From an optimization exercise on the open Yosys and OpenROAD flow, aimed at small area and a short achievable clock period; shortcuts taken in it are not production practice. Function was checked by simulation only, so behaviour that the tests miss may differ from the original.

## flow/design.v

```verilog
module rs_cmul (
    input  wire [7:0] a,
    input  wire [7:0] b,
    output wire [7:0] p
);
    function automatic [3:0] m16(input [3:0] x, input [3:0] y);
        reg [6:0] t;
        integer i;
        begin
            t = 7'd0;
            for (i = 0; i < 4; i = i + 1)
                if (y[i]) t = t ^ ({3'd0, x} << i);
            m16 = t[3:0] ^ {t[6:4], 1'b0} ^ {1'b0, t[6:4]};
        end
    endfunction
    wire [3:0] hh = m16(a[7:4], b[7:4]);
    wire [3:0] ll = m16(a[3:0], b[3:0]);
    wire [3:0] mm = m16(a[7:4] ^ a[3:0], b[7:4] ^ b[3:0]);
    assign p = {mm ^ ll, ll ^ m16(hh, 4'd9)};
endmodule
module rs_cinv (
    input  wire [7:0] a,
    output wire [7:0] y
);
    function automatic [3:0] m16(input [3:0] x, input [3:0] y);
        reg [6:0] t;
        integer i;
        begin
            t = 7'd0;
            for (i = 0; i < 4; i = i + 1)
                if (y[i]) t = t ^ ({3'd0, x} << i);
            m16 = t[3:0] ^ {t[6:4], 1'b0} ^ {1'b0, t[6:4]};
        end
    endfunction
    function automatic [3:0] inv16(input [3:0] x);
        case (x)
            4'd0: inv16 = 4'd0;
            4'd1: inv16 = 4'd1;
            4'd2: inv16 = 4'd9;
            4'd3: inv16 = 4'd14;
            4'd4: inv16 = 4'd13;
            4'd5: inv16 = 4'd11;
            4'd6: inv16 = 4'd7;
            4'd7: inv16 = 4'd6;
            4'd8: inv16 = 4'd15;
            4'd9: inv16 = 4'd2;
            4'd10: inv16 = 4'd12;
            4'd11: inv16 = 4'd5;
            4'd12: inv16 = 4'd10;
            4'd13: inv16 = 4'd4;
            4'd14: inv16 = 4'd3;
            4'd15: inv16 = 4'd8;
            default: inv16 = 4'd0;
        endcase
    endfunction
    wire [3:0] a1 = a[7:4];
    wire [3:0] a0 = a[3:0];
    wire [3:0] n  = m16(m16(a1, a1), 4'd9) ^ m16(a1, a0) ^ m16(a0, a0);
    wire [3:0] ni = inv16(n);
    assign y = {m16(a1, ni), m16(a0 ^ a1, ni)};
endmodule
module rs_cninv (
    input  wire [7:0] a,
    output wire [3:0] y
);
    function automatic [3:0] m16(input [3:0] x, input [3:0] y);
        reg [6:0] t;
        integer i;
        begin
            t = 7'd0;
            for (i = 0; i < 4; i = i + 1)
                if (y[i]) t = t ^ ({3'd0, x} << i);
            m16 = t[3:0] ^ {t[6:4], 1'b0} ^ {1'b0, t[6:4]};
        end
    endfunction
    function automatic [3:0] inv16(input [3:0] x);
        case (x)
            4'd0: inv16 = 4'd0;
            4'd1: inv16 = 4'd1;
            4'd2: inv16 = 4'd9;
            4'd3: inv16 = 4'd14;
            4'd4: inv16 = 4'd13;
            4'd5: inv16 = 4'd11;
            4'd6: inv16 = 4'd7;
            4'd7: inv16 = 4'd6;
            4'd8: inv16 = 4'd15;
            4'd9: inv16 = 4'd2;
            4'd10: inv16 = 4'd12;
            4'd11: inv16 = 4'd5;
            4'd12: inv16 = 4'd10;
            4'd13: inv16 = 4'd4;
            4'd14: inv16 = 4'd3;
            4'd15: inv16 = 4'd8;
            default: inv16 = 4'd0;
        endcase
    endfunction
    wire [3:0] a1 = a[7:4];
    wire [3:0] a0 = a[3:0];
    assign y = inv16(m16(m16(a1, a1), 4'd9) ^ m16(a1, a0) ^ m16(a0, a0));
endmodule
module rs_csmul (
    input  wire [3:0] s,
    input  wire [7:0] a,
    output wire [7:0] p
);
    function automatic [3:0] m16(input [3:0] x, input [3:0] y);
        reg [6:0] t;
        integer i;
        begin
            t = 7'd0;
            for (i = 0; i < 4; i = i + 1)
                if (y[i]) t = t ^ ({3'd0, x} << i);
            m16 = t[3:0] ^ {t[6:4], 1'b0} ^ {1'b0, t[6:4]};
        end
    endfunction
    assign p = {m16(s, a[7:4]), m16(s, a[3:0])};
endmodule
module rs_syndrome (
    input  wire [39:0] beat,
    input  wire        h,       
    input  wire        o,       
    output wire [3:0]  n0,      
    output wire [31:8] t        
);
    function automatic [7:0] u1(input [39:0] a);
        begin
            u1[0] = a[1] ^ a[7] ^ a[8] ^ a[9] ^ a[13] ^ a[14] ^ a[15] ^ a[19] ^ a[21] ^ a[27] ^ a[37];
            u1[1] = a[0] ^ a[1] ^ a[4] ^ a[6] ^ a[7] ^ a[8] ^ a[10] ^ a[13] ^ a[14] ^ a[16] ^ a[17] ^ a[19] ^ a[20] ^ a[22] ^ a[23] ^ a[24] ^ a[26] ^ a[30] ^ a[36];
            u1[2] = a[5] ^ a[8] ^ a[11] ^ a[12] ^ a[13] ^ a[14] ^ a[16] ^ a[18] ^ a[19] ^ a[21] ^ a[22] ^ a[24] ^ a[27] ^ a[30] ^ a[33] ^ a[36] ^ a[39];
            u1[3] = a[2] ^ a[4] ^ a[5] ^ a[10] ^ a[11] ^ a[20] ^ a[21] ^ a[25] ^ a[26] ^ a[27] ^ a[29] ^ a[31] ^ a[32] ^ a[35] ^ a[38];
            u1[4] = a[9] ^ a[12] ^ a[13] ^ a[15] ^ a[18] ^ a[19] ^ a[20] ^ a[24] ^ a[25] ^ a[26] ^ a[29] ^ a[30] ^ a[31] ^ a[33] ^ a[35] ^ a[39];
            u1[5] = a[2] ^ a[8] ^ a[14] ^ a[16] ^ a[17] ^ a[21] ^ a[22] ^ a[23] ^ a[24] ^ a[25] ^ a[27] ^ a[30] ^ a[31] ^ a[33] ^ a[36] ^ a[39];
            u1[6] = a[2] ^ a[5] ^ a[8] ^ a[11] ^ a[13] ^ a[14] ^ a[19] ^ a[24] ^ a[28] ^ a[29] ^ a[30] ^ a[32] ^ a[34] ^ a[35] ^ a[38];
            u1[7] = a[1] ^ a[3] ^ a[4] ^ a[7] ^ a[10] ^ a[12] ^ a[16] ^ a[17] ^ a[18] ^ a[22] ^ a[23] ^ a[24] ^ a[30];
        end
    endfunction
    function automatic [7:0] so1(input [7:0] a);
        begin
            so1[0] = a[2] ^ a[3] ^ a[4];
            so1[1] = a[0] ^ a[2] ^ a[5];
            so1[2] = a[0] ^ a[1] ^ a[3] ^ a[6];
            so1[3] = a[1] ^ a[2] ^ a[7];
            so1[4] = a[3] ^ a[6];
            so1[5] = a[0] ^ a[3] ^ a[6] ^ a[7];
            so1[6] = a[1] ^ a[4] ^ a[7];
            so1[7] = a[2] ^ a[5];
        end
    endfunction
    function automatic [7:0] u2(input [39:0] a);
        begin
            u2[0] = a[2] ^ a[6] ^ a[7] ^ a[13] ^ a[14] ^ a[15] ^ a[16] ^ a[19] ^ a[20] ^ a[26] ^ a[27] ^ a[30] ^ a[36] ^ a[38];
            u2[1] = a[1] ^ a[2] ^ a[4] ^ a[5] ^ a[6] ^ a[7] ^ a[11] ^ a[13] ^ a[14] ^ a[16] ^ a[19] ^ a[21] ^ a[23] ^ a[24] ^ a[26] ^ a[27] ^ a[29] ^ a[31] ^ a[35] ^ a[37];
            u2[2] = a[0] ^ a[1] ^ a[4] ^ a[6] ^ a[8] ^ a[9] ^ a[11] ^ a[12] ^ a[14] ^ a[22] ^ a[25] ^ a[26] ^ a[27] ^ a[30] ^ a[31] ^ a[32] ^ a[35] ^ a[36] ^ a[37];
            u2[3] = a[4] ^ a[7] ^ a[8] ^ a[10] ^ a[11] ^ a[12] ^ a[15] ^ a[17] ^ a[21] ^ a[22] ^ a[28] ^ a[29] ^ a[30] ^ a[34] ^ a[39];
            u2[4] = a[1] ^ a[3] ^ a[6] ^ a[8] ^ a[9] ^ a[10] ^ a[12] ^ a[20] ^ a[25] ^ a[26] ^ a[28] ^ a[29] ^ a[32] ^ a[34] ^ a[35];
            u2[5] = a[1] ^ a[3] ^ a[5] ^ a[6] ^ a[8] ^ a[9] ^ a[11] ^ a[13] ^ a[14] ^ a[17] ^ a[19] ^ a[24] ^ a[27] ^ a[28] ^ a[30] ^ a[31] ^ a[32] ^ a[35] ^ a[37];
            u2[6] = a[2] ^ a[4] ^ a[8] ^ a[9] ^ a[12] ^ a[13] ^ a[15] ^ a[17] ^ a[22] ^ a[26] ^ a[27] ^ a[33] ^ a[34] ^ a[35] ^ a[36] ^ a[39];
            u2[7] = a[2] ^ a[4] ^ a[7] ^ a[11] ^ a[12] ^ a[16] ^ a[18] ^ a[19] ^ a[21] ^ a[24] ^ a[25] ^ a[31] ^ a[35];
        end
    endfunction
    function automatic [7:0] so2(input [7:0] a);
        begin
            so2[0] = a[0] ^ a[2] ^ a[7];
            so2[1] = a[1] ^ a[2] ^ a[3] ^ a[4] ^ a[7];
            so2[2] = a[0] ^ a[2] ^ a[3] ^ a[5];
            so2[3] = a[1] ^ a[3] ^ a[6];
            so2[4] = a[2] ^ a[4];
            so2[5] = a[2] ^ a[3] ^ a[5];
            so2[6] = a[0] ^ a[3] ^ a[6];
            so2[7] = a[1] ^ a[7];
        end
    endfunction
    function automatic [7:0] u3(input [39:0] a);
        begin
            u3[0] = a[4] ^ a[5] ^ a[6] ^ a[8] ^ a[11] ^ a[12] ^ a[15] ^ a[20] ^ a[22] ^ a[23] ^ a[27] ^ a[31] ^ a[36] ^ a[37] ^ a[39];
            u3[1] = a[2] ^ a[4] ^ a[5] ^ a[6] ^ a[8] ^ a[9] ^ a[10] ^ a[12] ^ a[14] ^ a[15] ^ a[18] ^ a[19] ^ a[20] ^ a[22] ^ a[23] ^ a[24] ^ a[26] ^ a[27] ^ a[28] ^ a[29] ^ a[31] ^ a[34] ^ a[38];
            u3[2] = a[1] ^ a[2] ^ a[5] ^ a[6] ^ a[7] ^ a[9] ^ a[10] ^ a[13] ^ a[14] ^ a[16] ^ a[18] ^ a[19] ^ a[21] ^ a[23] ^ a[25] ^ a[28] ^ a[30] ^ a[31] ^ a[34] ^ a[37] ^ a[38];
            u3[3] = a[0] ^ a[1] ^ a[5] ^ a[6] ^ a[8] ^ a[10] ^ a[12] ^ a[17] ^ a[18] ^ a[19] ^ a[21] ^ a[24] ^ a[25] ^ a[33] ^ a[35] ^ a[36];
            u3[4] = a[2] ^ a[5] ^ a[6] ^ a[8] ^ a[14] ^ a[16] ^ a[17] ^ a[21] ^ a[30] ^ a[31] ^ a[33] ^ a[34] ^ a[35] ^ a[36];
            u3[5] = a[1] ^ a[2] ^ a[3] ^ a[4] ^ a[5] ^ a[6] ^ a[14] ^ a[16] ^ a[18] ^ a[20] ^ a[22] ^ a[23] ^ a[28] ^ a[29] ^ a[34] ^ a[35] ^ a[38];
            u3[6] = a[1] ^ a[3] ^ a[5] ^ a[7] ^ a[9] ^ a[10] ^ a[15] ^ a[16] ^ a[19] ^ a[21] ^ a[22] ^ a[25] ^ a[31] ^ a[32] ^ a[33] ^ a[34] ^ a[37];
            u3[7] = a[2] ^ a[6] ^ a[8] ^ a[9] ^ a[11] ^ a[12] ^ a[15] ^ a[18] ^ a[19] ^ a[20] ^ a[21] ^ a[24] ^ a[27] ^ a[28] ^ a[29] ^ a[30] ^ a[34] ^ a[36];
        end
    endfunction
    function automatic [7:0] so3(input [7:0] a);
        begin
            so3[0] = a[0] ^ a[1] ^ a[4] ^ a[5] ^ a[6];
            so3[1] = a[2] ^ a[7];
            so3[2] = a[3] ^ a[4];
            so3[3] = a[0] ^ a[4] ^ a[5];
            so3[4] = a[0] ^ a[1];
            so3[5] = a[2];
            so3[6] = a[3];
            so3[7] = a[0];
        end
    endfunction
    function automatic [7:0] sh(input [7:0] a);
        begin
            sh[0] = a[1] ^ a[4] ^ a[5] ^ a[7];
            sh[1] = a[1] ^ a[2] ^ a[4] ^ a[6] ^ a[7];
            sh[2] = a[2] ^ a[3] ^ a[5] ^ a[7];
            sh[3] = a[0] ^ a[3] ^ a[4] ^ a[6];
            sh[4] = a[0] ^ a[2] ^ a[4] ^ a[5] ^ a[6];
            sh[5] = a[1] ^ a[2] ^ a[3] ^ a[7];
            sh[6] = a[0] ^ a[2] ^ a[3] ^ a[4];
            sh[7] = a[1] ^ a[3] ^ a[4] ^ a[5];
        end
    endfunction
    assign n0 = beat[3:0] ^ beat[7:4] ^ beat[11:8] ^ beat[15:12] ^ beat[19:16] ^
                beat[23:20] ^ beat[27:24] ^ beat[31:28] ^ beat[35:32] ^ beat[39:36];
    wire [7:0] u1v = u1(beat);
    wire [7:0] w1  = o ? so1(u1v) : u1v;
    assign t[15:8] = h ? sh(w1) : w1;
    wire [7:0] u2v = u2(beat);
    wire [7:0] w2  = o ? so2(u2v) : u2v;
    assign t[23:16] = h ? sh(w2) : w2;
    wire [7:0] u3v = u3(beat);
    wire [7:0] w3  = o ? so3(u3v) : u3v;
    assign t[31:24] = h ? sh(w3) : w3;
endmodule
module rs_cw_dec (
    input  wire        clk,
    input  wire        rst,        
    input  wire        in_valid,
    input  wire [1:0]  in_cw,
    input  wire [31:0] syn,        
    output reg         d_valid,    
    output reg  [1:0]  d_cw,
    output reg         d_fail,     
    output reg         d_two,      
    output reg         d_corr,     
    output reg  [9:0]  d_hit,      
    output reg         d_e1,       
    output reg  [3:0]  d_p1,
    output reg         d_e2,       
    output reg  [3:0]  d_p2,
    output reg  [7:0]  d_y1,       
    output reg  [7:0]  d_y2        
);
    function automatic [7:0] csq(input [7:0] a);
        begin
            csq[0] = a[0] ^ a[2] ^ a[4];
            csq[1] = a[2] ^ a[5] ^ a[7];
            csq[2] = a[1] ^ a[3] ^ a[7];
            csq[3] = a[3] ^ a[4] ^ a[6];
            csq[4] = a[4] ^ a[6];
            csq[5] = a[6];
            csq[6] = a[5] ^ a[7];
            csq[7] = a[7];
        end
    endfunction
    function automatic [7:0] mz(input [7:0] a);
        begin
            mz[0] = 1'b0;
            mz[1] = a[0] ^ a[1] ^ a[3] ^ a[6];
            mz[2] = a[0] ^ a[3] ^ a[4];
            mz[3] = a[1] ^ a[2] ^ a[4] ^ a[5];
            mz[4] = a[3] ^ a[4];
            mz[5] = a[4] ^ a[5];
            mz[6] = a[4];
            mz[7] = a[5] ^ a[6];
        end
    endfunction
    function automatic [7:0] fromc(input [7:0] a);
        begin
            fromc[0] = a[0];
            fromc[1] = a[2] ^ a[3] ^ a[4];
            fromc[2] = a[2] ^ a[7];
            fromc[3] = a[1] ^ a[2] ^ a[3] ^ a[5] ^ a[6];
            fromc[4] = a[1] ^ a[4] ^ a[5] ^ a[7];
            fromc[5] = a[7];
            fromc[6] = a[2] ^ a[5];
            fromc[7] = a[1] ^ a[7];
        end
    endfunction
    wire [7:0] s0 = syn[7:0];
    wire [7:0] s1 = syn[15:8];
    wire [7:0] s2 = syn[23:16];
    wire [7:0] s3 = syn[31:24];
    function automatic [7:0] conj(input [7:0] x);
        conj = {x[7:4], x[3:0] ^ x[7:4]};
    endfunction
    function automatic [3:0] sq16(input [3:0] x);    
        sq16 = {x[3], x[3] ^ x[1], x[2], x[2] ^ x[0]};
    endfunction
    wire [7:0] p02, p13, pk, bdet;
    rs_cmul u_p02 (.a(s0), .b(s2), .p(p02));
    rs_cmul u_p13 (.a(s1), .b(s3), .p(p13));
    rs_cmul u_pk  (.a(s0 ^ s1), .b(s2 ^ s3), .p(pk));
    wire [7:0] det = csq(s1) ^ p02;
    wire [7:0] bb  = csq(s2) ^ p13;
    wire [7:0] aa  = pk ^ p02 ^ p13;
    rs_cmul u_bd  (.a(bb), .b(det), .p(bdet));
    wire       two = (det != 8'h00);
    reg       v1, v2;
    reg [1:0] c1, c2;
    reg [7:0] a_den, a_num1, a_n2d, a_s0, a_s1;
    reg       a_two, a_zero, a_one_ok;
    always @(posedge clk) begin
        a_den    <= two ? det  : s0;
        a_num1   <= two ? aa   : s1;
        a_n2d    <= two ? bdet : 8'h00;
        a_s0     <= s0;
        a_s1     <= s1;
        a_two    <= two;
        a_zero   <= (syn == 32'h0);
        a_one_ok <= (s0 != 8'h00) && (aa == 8'h00);
        c1       <= in_cw;
    end
    reg  [7:0] b_l1, b_z, b_il1, b_s0, b_s1;
    wire [7:0] mx, my, mz_;
    rs_cmul u_mx (.a(v2 ? b_l1 : a_num1), .b(v2 ? b_z : conj(a_den)),        .p(mx));
    rs_cmul u_my (.a(v2 ? b_s0 : a_n2d),  .b(v2 ? b_z : csq(conj(a_num1))),  .p(my));
    rs_cmul u_mz (.a(v2 ? b_s1 : a_den),  .b(v2 ? b_il1 : conj(a_num1)),     .p(mz_));
    wire [3:0] nd, nn;       
    rs_cninv u_nd (.a(a_den),  .y(nd));
    rs_cninv u_nn (.a(a_num1), .y(nn));
    wire [7:0] l1, kk, il1;
    rs_csmul u_sl (.s(nd),           .a(mx),  .p(l1));
    rs_csmul u_sk (.s(sq16(nn)),      .a(my),  .p(kk));
    rs_csmul u_si (.s(nn),           .a(mz_), .p(il1));
    reg b_tr0, b_two, b_zero, b_one_ok;
    always @(posedge clk) begin
        b_l1     <= l1;
        b_z      <= mz(kk);
        b_tr0    <= !(kk[7]);
        b_il1    <= il1;
        b_s0     <= a_s0;
        b_s1     <= a_s1;
        b_two    <= a_two;
        b_zero   <= a_zero;
        b_one_ok <= a_one_ok;
        c2       <= c1;
    end
    wire [7:0] x1 = mx;
    wire [7:0] x2 = x1 ^ b_l1;
    wire [7:0] y2 = mz_ ^ my;
    wire [19:0] m1, m2;
    assign m1[0] = (x1 == 8'h02);
    assign m1[1] = (x1 == 8'h4c);
    assign m1[2] = (x1 == 8'h8a);
    assign m1[3] = (x1 == 8'h11);
    assign m1[4] = (x1 == 8'h67);
    assign m1[5] = (x1 == 8'h57);
    assign m1[6] = (x1 == 8'h94);
    assign m1[7] = (x1 == 8'ha2);
    assign m1[8] = (x1 == 8'ha6);
    assign m1[9] = (x1 == 8'h2d);
    assign m1[10] = (x1 == 8'h1a);
    assign m1[11] = (x1 == 8'h38);
    assign m1[12] = (x1 == 8'hf6);
    assign m1[13] = (x1 == 8'h58);
    assign m1[14] = (x1 == 8'h40);
    assign m1[15] = (x1 == 8'h34);
    assign m1[16] = (x1 == 8'h48);
    assign m1[17] = (x1 == 8'h01);
    assign m1[18] = (x1 == 8'h26);
    assign m1[19] = (x1 == 8'h45);
    assign m2[0] = (x2 == 8'h02);
    assign m2[1] = (x2 == 8'h4c);
    assign m2[2] = (x2 == 8'h8a);
    assign m2[3] = (x2 == 8'h11);
    assign m2[4] = (x2 == 8'h67);
    assign m2[5] = (x2 == 8'h57);
    assign m2[6] = (x2 == 8'h94);
    assign m2[7] = (x2 == 8'ha2);
    assign m2[8] = (x2 == 8'ha6);
    assign m2[9] = (x2 == 8'h2d);
    assign m2[10] = (x2 == 8'h1a);
    assign m2[11] = (x2 == 8'h38);
    assign m2[12] = (x2 == 8'hf6);
    assign m2[13] = (x2 == 8'h58);
    assign m2[14] = (x2 == 8'h40);
    assign m2[15] = (x2 == 8'h34);
    assign m2[16] = (x2 == 8'h48);
    assign m2[17] = (x2 == 8'h01);
    assign m2[18] = (x2 == 8'h26);
    assign m2[19] = (x2 == 8'h45);
    reg [3:0] p1, p2;
    reg [9:0] hit;
    integer i;
    always @* begin
        p1 = 4'd0;
        p2 = 4'd0;
        for (i = 0; i < 16; i = i + 1) begin
            if (m1[i]) p1 = p1 | i[3:0];
            if (m2[i]) p2 = p2 | i[3:0];
        end
        for (i = 0; i < 10; i = i + 1)
            hit[i] = m1[2*i] | m1[2*i+1] | m2[2*i] | m2[2*i+1];
    end
    always @(posedge clk) begin
        d_fail <= !b_zero && (b_two ? !(b_tr0 && (|m1) && (|m2)) : !(b_one_ok && (|m2)));
        d_two  <= b_two;
        d_corr <= !b_zero;
        d_hit  <= hit;
        d_e1   <= |m1[15:0];
        d_p1   <= p1;
        d_e2   <= |m2[15:0];
        d_p2   <= p2;
        d_y2   <= fromc(y2);
        d_y1   <= fromc(y2 ^ b_s0);
        d_cw   <= c2;
    end
    always @(posedge clk) begin
        if (rst) begin
            v1      <= 1'b0;
            v2      <= 1'b0;
            d_valid <= 1'b0;
        end else begin
            v1      <= in_valid;
            v2      <= v1;
            d_valid <= v2;
        end
    end
endmodule
module rs_burst_dec (
    input  wire         clk,
    input  wire         rst,
    input  wire         in_valid,
    input  wire [39:0]  in_beat,
    output reg          out_valid,
    output wire [511:0] out_data,
    output reg          out_ue,
    output reg  [2:0]   out_ce_count,
    output reg  [3:0]   out_dev
);
    function automatic [7:0] toc(input [7:0] a);
        begin
            toc[0] = a[0];
            toc[1] = a[5] ^ a[7];
            toc[2] = a[2] ^ a[5];
            toc[3] = a[1] ^ a[4] ^ a[6] ^ a[7];
            toc[4] = a[2] ^ a[4] ^ a[5] ^ a[6] ^ a[7];
            toc[5] = a[2] ^ a[5] ^ a[6];
            toc[6] = a[1] ^ a[3] ^ a[4] ^ a[5];
            toc[7] = a[5];
        end
    endfunction
    reg         r_rst;         
    reg  [39:0] p0;
    reg         v0;
    reg  [3:0]  bc;            
    reg  [31:0] p1;
    reg         v1;
    reg  [31:0] p2;
    reg         v2;
    reg  [31:0] p3;
    reg         v3;
    reg  [31:0] p4;
    reg         v4;
    reg  [511:0] sr;           
    wire [511:0] fix;          
    always @(posedge clk) begin
        r_rst <= rst;
        p0    <= in_beat;
        v0    <= in_valid;
        if (r_rst)
            bc <= 4'd0;
        else if (v0)
            bc <= bc + 4'd1;
        p1 <= p0[31:0];
        v1 <= v0;
        p2 <= p1;
        v2 <= v1;
        p3 <= p2;
        v3 <= v2;
        p4 <= p3;
        v4 <= v3;
    end
    always @(posedge clk) begin
        if (v4)
            sr <= {sr[479:0], p4} ^ fix;
    end
    wire [31:8] t;
    wire [3:0]  n0;
    rs_syndrome u_syn (.beat(p0), .h(bc[0]), .o(bc[3]), .n0(n0), .t(t));
    reg [31:8] q0, q1, q2, q3;
    reg [3:0]  q0l, q0h, q1l, q1h, q2l, q2h, q3l, q3h;
    reg [31:0] s_syn;
    reg        s_valid;
    reg [1:0]  s_cw;
    wire       shift = bc[3] ? bc[0] : ~bc[0];
    wire       acc3  = bc[3] && !bc[0];
    always @(posedge clk) begin
        if (v0 && !bc[3])
            q0 <= bc[0] ? (q0 ^ t) : t;
        if (v0 && !bc[3] && !bc[0])
            q0l <= n0;
        if (v0 && !bc[3] && bc[0])
            q0h <= n0;
        if (v0 && shift) begin
            q1  <= q0;
            q1l <= q0l;
            q1h <= q0h;
            q2  <= q1;
            q2l <= q1l;
            q2h <= q1h;
            q3h <= q2h;
        end
        if (v0 && (shift || bc[3])) begin
            q3  <= acc3 ? (q3 ^ t) : q2;
            q3l <= acc3 ? (q3l ^ n0) : q2l;
        end
        s_syn <= {q3 ^ t, toc({q3h ^ n0, q3l})};
        s_cw  <= bc[2:1];
        if (r_rst)
            s_valid <= 1'b0;
        else
            s_valid <= v0 && bc[3] && bc[0];
    end
    wire        d_valid, d_fail, d_two, d_corr, d_e1, d_e2;
    wire [1:0]  d_cw;
    wire [9:0]  d_hit;
    wire [3:0]  d_p1, d_p2;
    wire [7:0]  d_y1, d_y2;
    rs_cw_dec u_dec (
        .clk(clk), .rst(r_rst), .in_valid(s_valid), .in_cw(s_cw), .syn(s_syn),
        .d_valid(d_valid), .d_cw(d_cw), .d_fail(d_fail), .d_two(d_two),
        .d_corr(d_corr), .d_hit(d_hit), .d_e1(d_e1), .d_p1(d_p1),
        .d_e2(d_e2), .d_p2(d_p2), .d_y1(d_y1), .d_y2(d_y2)
    );
    reg [3:0] k_p1 [0:2];
    reg [3:0] k_p2 [0:2];
    reg [7:0] k_y1 [0:2];
    reg [7:0] k_y2 [0:2];
    reg [2:0] k_e1, k_e2;
    reg        a_fail, a_two;
    reg [9:0]  a_hit;
    reg [2:0]  a_n;
    wire       first  = (d_cw == 2'd0);
    wire       f_fail = d_fail | (!first & a_fail);
    wire       f_two  = d_two  | (!first & a_two);
    wire [9:0] f_hit  = d_hit  | (first ? 10'h0 : a_hit);
    wire [2:0] f_n    = (first ? 3'd0 : a_n) + {2'd0, d_corr};
    integer i;
    always @(posedge clk) begin
        if (d_valid) begin
            for (i = 0; i < 3; i = i + 1)
                if (d_cw == i) begin
                    k_p1[i] <= d_p1;
                    k_p2[i] <= d_p2;
                    k_y1[i] <= d_y1;
                    k_y2[i] <= d_y2;
                    k_e1[i] <= d_e1;
                    k_e2[i] <= d_e2;
                end
            a_fail <= f_fail;
            a_two  <= f_two;
            a_hit  <= f_hit;
            a_n    <= f_n;
        end
    end
    reg  [3:0] f_dev;
    reg        f_many;     
    reg        f_any;
    always @* begin
        f_dev  = 4'hF;
        f_many = 1'b0;
        f_any  = 1'b0;
        for (i = 0; i < 10; i = i + 1) begin
            if (f_hit[i]) begin
                f_many = f_many | f_any;
                f_any  = 1'b1;
                f_dev  = i[3:0];
            end
        end
    end
    wire f_ue  = f_fail | (f_two & f_many);
    wire last  = d_valid && (d_cw == 2'd3);
    wire apply = last && !f_ue;
    always @(posedge clk) begin
        out_ue       <= f_ue;
        out_ce_count <= f_ue ? 3'd0 : f_n;
        out_dev      <= (!f_ue && f_any && !f_many) ? f_dev : 4'hF;
        out_valid    <= last && !rst && !r_rst;
    end
    wire [3:0] w_p1 [0:3];
    wire [3:0] w_p2 [0:3];
    wire [7:0] w_y1 [0:3];
    wire [7:0] w_y2 [0:3];
    wire [3:0] w_e1, w_e2;
    genvar gc;
    generate
        for (gc = 0; gc < 3; gc = gc + 1) begin : g_k
            assign w_p1[gc] = k_p1[gc];
            assign w_p2[gc] = k_p2[gc];
            assign w_y1[gc] = k_y1[gc];
            assign w_y2[gc] = k_y2[gc];
        end
    endgenerate
    assign w_p1[3] = d_p1;
    assign w_p2[3] = d_p2;
    assign w_y1[3] = d_y1;
    assign w_y2[3] = d_y2;
    assign w_e1 = {d_e1, k_e1};
    assign w_e2 = {d_e2, k_e2};
    genvar gk, gd, gb;
    generate
        for (gk = 0; gk < 16; gk = gk + 1) begin : g_beat
            for (gd = 0; gd < 8; gd = gd + 1) begin : g_dev
                localparam integer J  = gk / 2;
                localparam integer H  = gk % 2;
                localparam integer CW = J % 4;
                localparam integer P  = 2 * gd + J / 4;
                wire h1 = apply && w_e1[CW] && (w_p1[CW] == P);
                wire h2 = apply && w_e2[CW] && (w_p2[CW] == P);
                for (gb = 0; gb < 4; gb = gb + 1) begin : g_bit
                    assign fix[32 * (15 - gk) + 4 * gd + gb] =
                        (h1 & w_y1[CW][4 * H + gb]) | (h2 & w_y2[CW][4 * H + gb]);
                    assign out_data[8 * (16 * CW + P) + 4 * H + gb] =
                        sr[32 * (15 - gk) + 4 * gd + gb];
                end
            end
        end
    endgenerate
endmodule
```

## flow/flow/run.sh

```bash
#!/bin/bash
# Layout: the standard flow (standard.sh) with three changes:
#  - synthesis runs the standard flow's synthesis script unchanged, but with ORFS's
#    scripts taken from a copy in which abc_speed.script (flow/abc_speed.script
#    here) maps the logic once (after &syn3, &dc2 and &dch, with area recovery) and skips abc's buffering and gate
#    up/down-sizing, which only add area at this design's clock period;
#  - every input and output port is buffered by a sky130_fd_sc_hd__buf_1
#    instead of the default delay-buffer cell;
#  - the pin placer keeps the 16 output pins fed by one chain of the burst
#    shift register (one device bit over the 16 beats) together.
# Runs in the standard flow's work folder; each step's full log is in orfs/logs/, and
# make's own output in synth.log and standard.log.
set -euo pipefail
W=$(pwd)
rm -rf "$W/scripts_own"
cp -r "$FLOW_HOME/scripts" "$W/scripts_own"
cp "$W/flow/abc_speed.script" "$W/scripts_own/abc_speed.script"
export BUFFER_PORTS_ARGS="-buffer_cell sky130_fd_sc_hd__buf_1"
export PLACE_PINS_ARGS="-group_pins {out_data[396] out_data[392] out_data[268] out_data[264] out_data[140] out_data[136] out_data[12] out_data[8] out_data[388] out_data[384] out_data[260] out_data[256] out_data[132] out_data[128] out_data[4] out_data[0]} -group_pins {out_data[397] out_data[393] out_data[269] out_data[265] out_data[141] out_data[137] out_data[13] out_data[9] out_data[389] out_data[385] out_data[261] out_data[257] out_data[133] out_data[129] out_data[5] out_data[1]} -group_pins {out_data[398] out_data[394] out_data[270] out_data[266] out_data[142] out_data[138] out_data[14] out_data[10] out_data[390] out_data[386] out_data[262] out_data[258] out_data[134] out_data[130] out_data[6] out_data[2]} -group_pins {out_data[399] out_data[395] out_data[271] out_data[267] out_data[143] out_data[139] out_data[15] out_data[11] out_data[391] out_data[387] out_data[263] out_data[259] out_data[135] out_data[131] out_data[7] out_data[3]} -group_pins {out_data[412] out_data[408] out_data[284] out_data[280] out_data[156] out_data[152] out_data[28] out_data[24] out_data[404] out_data[400] out_data[276] out_data[272] out_data[148] out_data[144] out_data[20] out_data[16]} -group_pins {out_data[413] out_data[409] out_data[285] out_data[281] out_data[157] out_data[153] out_data[29] out_data[25] out_data[405] out_data[401] out_data[277] out_data[273] out_data[149] out_data[145] out_data[21] out_data[17]} -group_pins {out_data[414] out_data[410] out_data[286] out_data[282] out_data[158] out_data[154] out_data[30] out_data[26] out_data[406] out_data[402] out_data[278] out_data[274] out_data[150] out_data[146] out_data[22] out_data[18]} -group_pins {out_data[415] out_data[411] out_data[287] out_data[283] out_data[159] out_data[155] out_data[31] out_data[27] out_data[407] out_data[403] out_data[279] out_data[275] out_data[151] out_data[147] out_data[23] out_data[19]} -group_pins {out_data[428] out_data[424] out_data[300] out_data[296] out_data[172] out_data[168] out_data[44] out_data[40] out_data[420] out_data[416] out_data[292] out_data[288] out_data[164] out_data[160] out_data[36] out_data[32]} -group_pins {out_data[429] out_data[425] out_data[301] out_data[297] out_data[173] out_data[169] out_data[45] out_data[41] out_data[421] out_data[417] out_data[293] out_data[289] out_data[165] out_data[161] out_data[37] out_data[33]} -group_pins {out_data[430] out_data[426] out_data[302] out_data[298] out_data[174] out_data[170] out_data[46] out_data[42] out_data[422] out_data[418] out_data[294] out_data[290] out_data[166] out_data[162] out_data[38] out_data[34]} -group_pins {out_data[431] out_data[427] out_data[303] out_data[299] out_data[175] out_data[171] out_data[47] out_data[43] out_data[423] out_data[419] out_data[295] out_data[291] out_data[167] out_data[163] out_data[39] out_data[35]} -group_pins {out_data[444] out_data[440] out_data[316] out_data[312] out_data[188] out_data[184] out_data[60] out_data[56] out_data[436] out_data[432] out_data[308] out_data[304] out_data[180] out_data[176] out_data[52] out_data[48]} -group_pins {out_data[445] out_data[441] out_data[317] out_data[313] out_data[189] out_data[185] out_data[61] out_data[57] out_data[437] out_data[433] out_data[309] out_data[305] out_data[181] out_data[177] out_data[53] out_data[49]} -group_pins {out_data[446] out_data[442] out_data[318] out_data[314] out_data[190] out_data[186] out_data[62] out_data[58] out_data[438] out_data[434] out_data[310] out_data[306] out_data[182] out_data[178] out_data[54] out_data[50]} -group_pins {out_data[447] out_data[443] out_data[319] out_data[315] out_data[191] out_data[187] out_data[63] out_data[59] out_data[439] out_data[435] out_data[311] out_data[307] out_data[183] out_data[179] out_data[55] out_data[51]} -group_pins {out_data[460] out_data[456] out_data[332] out_data[328] out_data[204] out_data[200] out_data[76] out_data[72] out_data[452] out_data[448] out_data[324] out_data[320] out_data[196] out_data[192] out_data[68] out_data[64]} -group_pins {out_data[461] out_data[457] out_data[333] out_data[329] out_data[205] out_data[201] out_data[77] out_data[73] out_data[453] out_data[449] out_data[325] out_data[321] out_data[197] out_data[193] out_data[69] out_data[65]} -group_pins {out_data[462] out_data[458] out_data[334] out_data[330] out_data[206] out_data[202] out_data[78] out_data[74] out_data[454] out_data[450] out_data[326] out_data[322] out_data[198] out_data[194] out_data[70] out_data[66]} -group_pins {out_data[463] out_data[459] out_data[335] out_data[331] out_data[207] out_data[203] out_data[79] out_data[75] out_data[455] out_data[451] out_data[327] out_data[323] out_data[199] out_data[195] out_data[71] out_data[67]} -group_pins {out_data[476] out_data[472] out_data[348] out_data[344] out_data[220] out_data[216] out_data[92] out_data[88] out_data[468] out_data[464] out_data[340] out_data[336] out_data[212] out_data[208] out_data[84] out_data[80]} -group_pins {out_data[477] out_data[473] out_data[349] out_data[345] out_data[221] out_data[217] out_data[93] out_data[89] out_data[469] out_data[465] out_data[341] out_data[337] out_data[213] out_data[209] out_data[85] out_data[81]} -group_pins {out_data[478] out_data[474] out_data[350] out_data[346] out_data[222] out_data[218] out_data[94] out_data[90] out_data[470] out_data[466] out_data[342] out_data[338] out_data[214] out_data[210] out_data[86] out_data[82]} -group_pins {out_data[479] out_data[475] out_data[351] out_data[347] out_data[223] out_data[219] out_data[95] out_data[91] out_data[471] out_data[467] out_data[343] out_data[339] out_data[215] out_data[211] out_data[87] out_data[83]} -group_pins {out_data[492] out_data[488] out_data[364] out_data[360] out_data[236] out_data[232] out_data[108] out_data[104] out_data[484] out_data[480] out_data[356] out_data[352] out_data[228] out_data[224] out_data[100] out_data[96]} -group_pins {out_data[493] out_data[489] out_data[365] out_data[361] out_data[237] out_data[233] out_data[109] out_data[105] out_data[485] out_data[481] out_data[357] out_data[353] out_data[229] out_data[225] out_data[101] out_data[97]} -group_pins {out_data[494] out_data[490] out_data[366] out_data[362] out_data[238] out_data[234] out_data[110] out_data[106] out_data[486] out_data[482] out_data[358] out_data[354] out_data[230] out_data[226] out_data[102] out_data[98]} -group_pins {out_data[495] out_data[491] out_data[367] out_data[363] out_data[239] out_data[235] out_data[111] out_data[107] out_data[487] out_data[483] out_data[359] out_data[355] out_data[231] out_data[227] out_data[103] out_data[99]} -group_pins {out_data[508] out_data[504] out_data[380] out_data[376] out_data[252] out_data[248] out_data[124] out_data[120] out_data[500] out_data[496] out_data[372] out_data[368] out_data[244] out_data[240] out_data[116] out_data[112]} -group_pins {out_data[509] out_data[505] out_data[381] out_data[377] out_data[253] out_data[249] out_data[125] out_data[121] out_data[501] out_data[497] out_data[373] out_data[369] out_data[245] out_data[241] out_data[117] out_data[113]} -group_pins {out_data[510] out_data[506] out_data[382] out_data[378] out_data[254] out_data[250] out_data[126] out_data[122] out_data[502] out_data[498] out_data[374] out_data[370] out_data[246] out_data[242] out_data[118] out_data[114]} -group_pins {out_data[511] out_data[507] out_data[383] out_data[379] out_data[255] out_data[251] out_data[127] out_data[123] out_data[503] out_data[499] out_data[375] out_data[371] out_data[247] out_data[243] out_data[119] out_data[115]}"
bash standard.sh SCRIPTS_DIR="$W/scripts_own" synth > synth.log 2>&1
bash standard.sh > standard.log 2>&1
```

## flow/flow/abc_speed.script

```
&get -n
&st
&syn3
&dc2
&dch
&nf -R 1000
&put
topo
stime -c
```

## flow/standard.sh

```bash
#!/bin/bash
# synth_recipe.tcl (not shown) runs the flow's synth.tcl, then flattens the netlist and writes it again
# the make line also repeats each setting of config.mk as NAME=value (left out here)
make -C /OpenROAD-flow-scripts/flow DESIGN_CONFIG=/design/flow/config.mk WORK_HOME=/design/flow/orfs CLKGATE_MAP_FILE= SYNTH_SCRIPT=/design/flow/synth_recipe.tcl "${@:-finish}"
```

## flow/config.mk

```make
export PLATFORM = sky130hd
export DESIGN_NAME = rs_burst_dec
export DESIGN_NICKNAME = rs_burst_dec
export VERILOG_FILES = /design/flow/design.v
export SDC_FILE = /design/flow/constraint.sdc
export NUM_CORES = 4
export LEC_CHECK = 0
export CAP_MARGIN = 20
export CORE_MARGIN = 2
export CORE_UTILIZATION = 55
export CTS_BUF_LIST = sky130_fd_sc_hd__clkbuf_16
export CTS_CLUSTER_DIAMETER = 150
export CTS_CLUSTER_SIZE = 25
export PLACE_DENSITY = 0.65
export SLEW_MARGIN = 20
```

## flow/constraint.sdc

```tcl
create_clock -name core_clock -period 25.0 [get_ports {clk}]
set_input_delay 5.0000 -clock core_clock [delete_from_list [all_inputs] [get_ports {clk}]]
set_output_delay 5.0000 -clock core_clock [all_outputs]
set_load 0.01 [all_outputs]
```

==> flow_summary.yaml, run 1 <==
detailed_routing:
  ant_nets: 0
  drt_wl_total_um: 192000
  drc: 0
  wire_per_inst_um: 29.9
  routed_via_density: 6.17
  drtIter0Drc: 6649
  num_vias: 39608
  drt_pass1_iterations: 11
clocking:
  post_cts_resized: 0
  ctsRootBufferMaster: "clkbuf_16"
  postCtsHoldBufs: 0
  clk_pin_slew_worst_paths_ns: 0.12
  htreeDepth: 2
  insertion_delay_ns: 0.72
  tritoncts: "built"
  cts-buffers-inserted: 49
  cts_max_path_buffers: 3
  post_cts_buffers: 0
  cts.sinks: 1089
die:
  die_w_um: 314
  fp.dieArea_mm2: 0.0984
  start_util_pct: 55.5
  fp.dieH_um: 314
  io_pins: 564
  rows: 113
  core_area_mm2: 0.0950
cells_and_area:
  seqCellArea_mm2: 0.0291
  drive_gt1_share_pct: 3.30
  multi_input_area_mm2: 0.0236
  n_fill_cell: 7802
  layoutNonFillerInstCount: 6424
  syn_to_final_growth_pct: 11.3
  layout.nets: 5179
yosys:
  ys_ff_latch: 1089
  synthesis.area_mm2: 0.0527
  yosysMostFrequentCell: "xnor2_1"
  synth.area.top_cells: "edfxtp_1 42%, xnor2_1 21%, dfxtp_1 14%"
  seq_area_frac_synth_pct: 55.3
  yosys_warnings: 10
  yosys.area.top_type_share_pct: 41.7
  netlist.top_cell.by_area: "edfxtp_1"
  synth_edf_count: 733
  async_flop_share_pct: 0
  synthCells: 4417
  synth_cell_type_count: 50
  synth_common_cells: "1,255 x xnor2_1, 733 x edfxtp_1, 516 x a22oi_1"
  synth-main-ff-cell: "edfxtp_1"
  syn_area_per_cell_um2: 11.9
  synth_fp_nets: 4480
worst_setup_path:
  crit_family: "flip-flops"
  rr_startpoint: "u_dec.v2$_SDFF_PP0_"
  cp_num_cells: 1
  slowest_delay_ns: 0.56
  cp-startpoint: "sr[24]$_DFFE_PP_"
  worstRegToRegCells: 20
  crit_path_end: "out_data[492]"
  crit_chain: "buf_1"
  cp-end-kind: "primary output"
  cp_num_buf_inv: 1
  crit_path_start_kind: "register"
  crit_required_ns: 20.00
  arrival_ns: 1.58
  crit_slowest_cell: "edfxtp_1"
  r2r-end: "u_dec.d_fail$_DFF_P_"
  path_max_fanout: 2
  reg2reg_slack_ns: 19.33
  critPathKind: "reg -> out"
placed_design:
  routabilityCongestion: 1.08
  placed_cells: 6325
  port_buffers: 563
  dp_hpwl_um: 144000
worst_hold_path:
  hold_path.class: "reg -> reg"
global_routing:
  grt_max_degree: 170
  antenna_found_initial: 6
  grt_pass1_wl_um: 265000
  grt-ovfl-total: 0
  track_usage_pct: 37.7
  grt_pass1_vias: 36459
sta:
  hold_viol: 0
  rsz0062_at_grt: "no"
  clock_skew_ns: 0.0561
  tightest_slew_ns: 1.36
  finalCritPeriodShare_pct: 26.3
  setup_viol: 0
  min_period_ns: 6.58
  holdWs_ns: 0.318
  fin_tns_setup_ns: 0
  max_slew_margin_pct: 9.64
  max_freq_ghz: 0.152
  final_max_slew_viol_count: 0
run:
  maxCapViolCount: 0
run_status:
  status: "finished clean"
## placed cells by master, fill, tap and decap left out, types with 77 or more instances in the layout
cell type | synthesis | routed
buf_1 | 0 | 563
buf_4 | 0 | 77
edfxtp_1 | 733 | 733
a21oi_1 | 113 | 113
a22oi_1 | 516 | 516
xor2_1 | 240 | 240
dfxtp_1 | 356 | 353
nand2_1 | 301 | 301
xnor2_1 | 1255 | 1255
nor2_1 | 404 | 400
## registers in the layout, indices dropped and copies added (netlist names), 32 cells and up
name and cells:
p4 32, p0 40, s_syn 32, p3 32, p1 32, p2 32
sr 512
## worst min path at each step
| stage | start | to | depth (start not counted) |
|---|---|---|---|
| floorplan | p1[0]$_DFF_P_ | p2[0]$_DFF_P_ | 0 |
| global placement | p1[28]$_DFF_P_ | p2[28]$_DFF_P_ | 0 |
| detailed placement | v3$_DFF_P_ | v4$_DFF_P_ | 0 |
| CTS | p3[8]$_DFF_P_ | p4[8]$_DFF_P_ | 0 |
| global route | p3[8]$_DFF_P_ | p4[8]$_DFF_P_ | 0 |
| finish | p1[9]$_DFF_P_ | p2[9]$_DFF_P_ | 0 |
## final cells by class
| cell class | count | share of cell area (%) |
|---|---|---|
| Timing Repair Buffer | 648 | 4.79 |
| Tap cell | 1265 | 2.70 |
| Sequential cell | 1089 | 49.7 |
| Clock buffer | 49 | 2.09 |
| Clock inverter | 40 | 0.313 |
| Inverter | 44 | 0.281 |
| Antenna cell | 5 | 0.0213 |
| Multi-Input combinational cell | 3284 | 40.1 |
## per-stage QoR
step,util (%),setup slack (ns),instance area (µm²)
finish,61.8,18.42,58700
global route,61.8,18.48,58700
CTS,61.7,18.50,58600
detailed placement,60.2,19.26,57200
global placement,60.1,19.26,57100
floorplan,-,12.57,52700
## logic make-up after synthesis
logic type / after synthesis / synth area share, %
simple gates: 931 / 7.60
fa+ha+maj: 20 / 0.475
mux: 75 / 1.50
buf+inv: 44 / 0.313
xor+xnor: 1495 / 24.8
flops: 1089 / 55.3
compound gates: 763 / 10.0
## routing by layer
| metal | vias to the layer above | track usage (%) | share of wire [%] |
|---|---|---|---|
| met4 | 6 | 20.6 | 7.0 |
| met3 | 688 | 12.9 | 13 |
| met1 | 19010 | 47.7 | 36 |
| li1 | 17083 | - | - |
| met5 | - | 0 | 0.022 |
| met2 | 2821 | 56.9 | 43 |
==> inputs of run 2 (changes only) <==
--- a/flow/config.mk
+++ b/flow/config.mk
@@ -7,9 +7,9 @@
 export LEC_CHECK = 0
 export CAP_MARGIN = 20
 export CORE_MARGIN = 2
-export CORE_UTILIZATION = 55
+export CORE_UTILIZATION = 52
 export CTS_BUF_LIST = sky130_fd_sc_hd__clkbuf_16
 export CTS_CLUSTER_DIAMETER = 150
 export CTS_CLUSTER_SIZE = 25
-export PLACE_DENSITY = 0.65
+export PLACE_DENSITY = 0.6
 export SLEW_MARGIN = 20
==> flow_summary.yaml, run 2 <==
run_status:
  status: "finished clean"
detailed_routing:
  drt_pass1_iterations: 9
  drc: 0
  routed_via_density: 6.03
  num_vias: 39329
  ant_nets: 0
  wire_per_inst_um: 30.8
  drtIter0Drc: 5542
  drt_wl_total_um: 201000
placed_design:
  port_buffers: 563
  routabilityCongestion: 1.02
  pre_cts_ws_ns: 19.28
  dp_hpwl_um: 150000
worst_setup_path:
  critPathKind: "reg -> out"
  arrival_ns: 1.48
  crit_family: "flip-flops"
  crit_required_ns: 20.00
  cp_num_buf_inv: 1
  reg2reg_slack_ns: 19.41
  cp-end-kind: "primary output"
  path_max_fanout: 2
  crit_chain: "buf_1"
  slowest_delay_ns: 0.47
  crit_slowest_cell: "edfxtp_1"
  crit_path_start_kind: "register"
clocking:
  post_cts_buffers: 0
  post_cts_resized: 0
  clk_pin_slew_worst_paths_ns: 0.12
  cts_max_path_buffers: 3
  insertion_delay_ns: 0.69
  tritoncts: "built"
  cts.sinks: 1089
  ctsRootBufferMaster: "clkbuf_16"
  cts-buffers-inserted: 49
  postCtsHoldBufs: 0
  htreeDepth: 2
run:
  maxCapViolCount: 0
yosys:
  netlist.top_cell.by_area: "edfxtp_1"
  ys_ff_latch: 1089
  yosys_warnings: 10
  synth_cell_type_count: 50
  seq_area_frac_synth_pct: 55.3
  yosys.area.top_type_share_pct: 41.7
  yosysMostFrequentCell: "xnor2_1"
  synth-main-ff-cell: "edfxtp_1"
  synth_fp_nets: 4480
  synth_edf_count: 733
  async_flop_share_pct: 0
  synth.area.top_cells: "edfxtp_1 42%, xnor2_1 21%, dfxtp_1 14%"
  synthesis.area_mm2: 0.0527
  synthCells: 4417
  synth_common_cells: "1,255 x xnor2_1, 733 x edfxtp_1, 516 x a22oi_1"
  syn_area_per_cell_um2: 11.9
global_routing:
  grt_max_degree: 182
  grt-ovfl-total: 0
  grt_pass1_vias: 36025
  met1_usage_pct: 47.2
  antenna_found_initial: 11
  track_usage_pct: 37.4
  grt_pass1_wl_um: 274000
  use_met2_pct: 56.4
  grt.met3_usage_pct: 12.3
  busiest_layer: "met2"
sta:
  clock_skew_ns: 0.0422
  setup_viol: 0
  rsz0062_at_grt: "no"
  min_period_ns: 6.48
  hold_viol: 0
  max_freq_ghz: 0.154
  setup_slack_ns: 18.52
  tightest_slew_ns: 1.37
  fin_tns_setup_ns: 0
  final_max_slew_viol_count: 0
  max_slew_margin_pct: 8.69
  finalCritPeriodShare_pct: 25.9
cells_and_area:
  drive_gt1_share_pct: 3.50
  syn_to_final_growth_pct: 11.7
  final_cell_mix: "1,254 x xnor2_1, 733 x edfxtp_1, 563 x buf_1"
  layout.nets: 5190
  regMostFlops: "sr"
  n_fill_cell: 8604
  reg_top3: "sr x512, p0 x40"
  largest_reg_flops: 512
  final_core_util_pct: 58.7
  layout_commonest_cell: "xnor2_1"
die:
  rows: 116
  fp.dieArea_mm2: 0.104
  core_area_mm2: 0.100
  io_pins: 564
  die_w_um: 322
  fp.dieH_um: 322
  start_util_pct: 52.6
worst_hold_path:
  hold_path.class: "reg -> reg"
## run 2: cell counts after synthesis
No cell type changed its count.
## run 2: area by class of cell
class                      instances  area, µm²  share of cell area (%)
tap                             1357       1700                    2.88
antenna                            2       5.00                 0.00850
inverter                          44        165                   0.280
clock inverter                    42        175                   0.297
multi-input combinational       3284      23600                    40.0
sequential                      1089      29100                    49.5
timing repair buffer             659       2900                    4.93
clock buffer                      49       1230                    2.08
## run 2: through the flow
| stage | instance area [µm²] | instances | hold slack (ns) |
|---|---|---|---|
| after floorplan | 52700 | 4417 | 0.310 |
| after global placement | 57400 | 6427 | 0.310 |
| after detailed placement | 57400 | 6430 | 0.312 |
| after CTS | 58800 | 6521 | 0.321 |
| after global routing | 58900 | 6524 | 0.331 |
| final | 58900 | 6526 | 0.317 |
## run 2: cells by family (layout without fill, tap and decap cells)
logic type	Yosys count	count (layout)	synth area share, %
AO/OA/AOI/OAI	763	763	10.0
XOR/XNOR	1495	1495	24.8
adder cells (fa/ha/maj)	20	20	0.475
buffers and inverters	44	794	0.313
flip-flops	1089	1089	55.3
multiplexers	75	75	1.50
other	0	2	0
AND/OR/NAND/NOR	931	931	7.60
## run 2: final timing paths
check,startpoint,to,depth (start not counted)
setup / recovery,sr[14]$_DFFE_PP_,out_data[446],1
hold / removal,p1[16]$_DFF_P_,p2[16]$_DFF_P_,0
setup reg to reg,u_dec.v2$_SDFF_PP0_,u_dec.d_fail$_DFF_P_,17
hold reg to reg,p1[16]$_DFF_P_,p2[16]$_DFF_P_,0
## run 2: routing by layer
metal  share of wire (%)  up-vias
li1                    -    17091
met1                  37    19037
met2                  43     2594
met3                  13      597
met4                 7.1       10
met5                0.15        -

-- port drivers added, routing unchanged --
The results above use ideal ports. As a check the final layouts listed here were re-extracted and re-timed, cells and wires unchanged.
Step 1 assumes that a clkbuf_16 drives the clock port and a buf_2 every other input.
Step 2 adds t to the input delays and takes it off the output delays; t is the mean of the earliest and latest rising clock arrival at the registers after step 1. Input paths then give back, and output paths get back, about the clock's delay inside the block.
Slacks: ideal / step 1 / step 2; pairs: ideal / step 1.
| run | shift t [ns] | setup slack, ns | clock arrival spread, ns | pins driven straight from the clock port |
|---|---|---|---|---|
| run 1 | 0.763 | 18.416 / 18.348 / 19.111 | 0.056 / 0.056 | 1 |
| run 2 | 0.742 | 18.517 / 18.445 / 19.187 | 0.043 / 0.043 | 1 |
After both steps every run listed still meets setup and hold.
